Background: an optimization exercise with open tools, aiming at small area. Do not read the settings as production practice.
Only simulation tests tie the RTL to the original design; equivalence was not proved.
Power figures rest on the tool's default switching activity, not on a simulated workload.

==> flow/design.v (excerpt) <==
module dz_coarse_chain (
    input  wire        clk,
    input  wire        rst_n,
    input  wire        start,
    input  wire        stop,
    input  wire [2:0]  cfg_order,
    input  wire [6:0]  cfg_ratio_m1,
    input  wire [4:0]  cfg_taps_m1,
    input  wire [4:0]  cfg_sh_cic,
    input  wire [4:0]  cfg_sh_comp,
    input  wire [4:0]  cfg_sh_fast,
    input  wire        coef_we,
    input  wire [4:0]  coef_addr,
    input  wire [19:0] coef_data,
    input  wire        pdm_valid,
    input  wire        pdm_bit,
    output reg         running,
    output reg         cfg_err,
    output reg         out_valid,
    output wire [23:0] out_main,
    output wire [1:0]  out_main_sat,
    output wire [15:0] out_fast,
    output wire        out_fast_valid,
    output wire        out_fast_sat
);
    integer i;
    wire cfg_ok   = (cfg_order >= 3'd3) && (cfg_order <= 3'd5) && (cfg_ratio_m1 >= 7'd7);
    wire do_start = start && !running;
    wire go       = do_start && cfg_ok;
    wire accept   = pdm_valid && running && !stop;
    always @(posedge clk) begin
        if (!rst_n) begin
            running <= 1'b0;
            cfg_err <= 1'b0;
        end else if (do_start) begin
            running <= cfg_ok;
            cfg_err <= !cfg_ok;
        end else if (stop) begin
            running <= 1'b0;
        end
    end
    reg [4:0] cnt;      
    reg [2:0] ip;       
    always @(posedge clk) begin
        cnt <= cnt + 5'd1;
        if (!rst_n)
            ip <= 3'd0;
        else
            ip <= (ip >= 3'd4) ? 3'd0 : ip + 3'd1;
    end
    reg [6:0] bit_cnt;
    reg       pair_phase;
    reg       pend, pbit, pbnd, pwbnd;
    always @(posedge clk) begin
        if (!rst_n) begin
            bit_cnt    <= 7'd0;
            pair_phase <= 1'b0;
        end else if (go) begin
            bit_cnt    <= 7'd0;
            pair_phase <= 1'b0;
        end else if (accept) begin
            if (bit_cnt == cfg_ratio_m1) begin
                bit_cnt    <= 7'd0;
                pair_phase <= !pair_phase;
            end else begin
                bit_cnt <= bit_cnt + 7'd1;
            end
        end
    end
    reg [94:0]  irl;
    reg [89:0]  irh;
    wire [18:0] irl4 = irl[94:76];
  ...
Settings: LEC_CHECK=0, CAP_MARGIN=20, CORE_MARGIN=2, CORE_UTILIZATION=40, CTS_CLUSTER_DIAMETER=100, CTS_CLUSTER_SIZE=24, SLEW_MARGIN=20; clock period 14.0 ns.
run.sh (not shown) runs the stock make flow with config.mk's settings and CLKGATE_MAP_FILE= SYNTH_SCRIPT=/design/flow/synth_recipe.tcl, a recipe that flattens the netlist after the stock synthesis.
The baseline went through all stages and came out clean.
Change:
==> flow/flow/run.sh (new file) <==
#!/bin/bash
set -euo pipefail
cd "$(dirname "$0")/.."
export BUFFER_PORTS_ARGS="-buffer_cell sky130_fd_sc_hd__buf_1"
bash standard.sh > standard_flow.log 2>&1
==> flow/standard.sh (new file) <==
#!/bin/bash
# synth_recipe.tcl (not shown) runs the flow's synth.tcl, then flattens the netlist and writes it again
# the make line also repeats each setting of config.mk as NAME=value (left out here)
make -C /OpenROAD-flow-scripts/flow DESIGN_CONFIG=/design/flow/config.mk WORK_HOME=/design/flow/orfs CLKGATE_MAP_FILE= SYNTH_SCRIPT=/design/flow/synth_recipe.tcl "${@:-finish}"
- CORE_UTILIZATION: 40 -> 55
- CTS_CLUSTER_DIAMETER: 100 -> 80
- CTS_CLUSTER_SIZE: 24 -> 30
removed: flow/run.sh
Result:
- worst setup slack improves by 0.71 ns
- global-route usage increases by 5.9 points
- area after synthesis stays the same
- maximum frequency increases by 6.3%
- die area decreases by 27%
- worst hold slack improves by 0.014 ns
- routed wire length decreases by 3.5%
- sequential power decreases by about 0.7%
- utilization increases by 15 points
Change:
==> flow/run.sh (new file) <==
#!/bin/bash
# synth_recipe.tcl (not shown) runs the flow's synth.tcl, then flattens the netlist and writes it again
# the make line also repeats each setting of config.mk as NAME=value (left out here)
make -C /OpenROAD-flow-scripts/flow DESIGN_CONFIG=/design/flow/config.mk WORK_HOME=/design/flow/orfs CLKGATE_MAP_FILE= SYNTH_SCRIPT=/design/flow/synth_recipe.tcl finish
removed: flow/flow/run.sh
removed: flow/standard.sh
Worst setup slack is worse by 0.86 ns. Via count is higher by 0.33%. Combinational power barely changes. Wire length increases by 1.2%.
Change:
- CAP_MARGIN: 20 -> 10
- CTS_CLUSTER_DIAMETER: 80 -> 60
- CTS_CLUSTER_SIZE: 30 -> 36
- SLEW_MARGIN: 20 -> 10
Final cell count grows by 1.0%.
Total power grows by 4.7%.
Combinational power hardly moves.
Global-route usage grows by 0.21 points.
Count of clock-buffer cells in the layout grows by 20.
Worst setup slack gets better by 0.019 ns.
Worst hold slack gets better by 0.016 ns.
Sequential power hardly moves.
Design area grows by 1.9%.
Routed wire length grows by 0.75%.

## re-timing with driven ports
The flow's constraints put no driver on any port. The routed layouts listed below were extracted and timed again, unchanged, in two steps.
Step 1 (the two cells are an assumption about what drives the block):
set clk [get_ports {clk}]
set_driving_cell -lib_cell sky130_fd_sc_hd__clkbuf_16 $clk
set_driving_cell -lib_cell sky130_fd_sc_hd__buf_2 [delete_from_list [all_inputs] $clk]
Step 2 moves the port delays by t, midway between the first and last clock arrival at a register: inputs arrive t later, outputs are due t later. That takes back most of the time a late clock gives input paths.
a / b / c = ideal / step 1 / step 2; a / b = the first two.
| run | t (ns) | setup slack, ns | latest minus earliest clock arrival (ns) | pins driven straight from the clock port |
|---|---|---|---|---|
| the first run | 0.820 | 2.021 / 2.000 / 2.000 | 0.063 / 0.063 | 1 |
| the second run | 0.786 | 2.731 / 2.731 / 2.731 | 0.057 / 0.057 | 1 |
| the third run | 0.798 | 1.874 / 1.822 / 1.822 | 0.092 / 0.091 | 1 |
| the fourth run | 0.823 | 1.893 / 1.837 / 1.837 | 0.067 / 0.067 | 1 |
After both steps setup and hold are still met in every run listed. The setup slack of the fourth run, which loses most, moves by -0.056 ns with the drivers and by -0.056 ns with both steps.
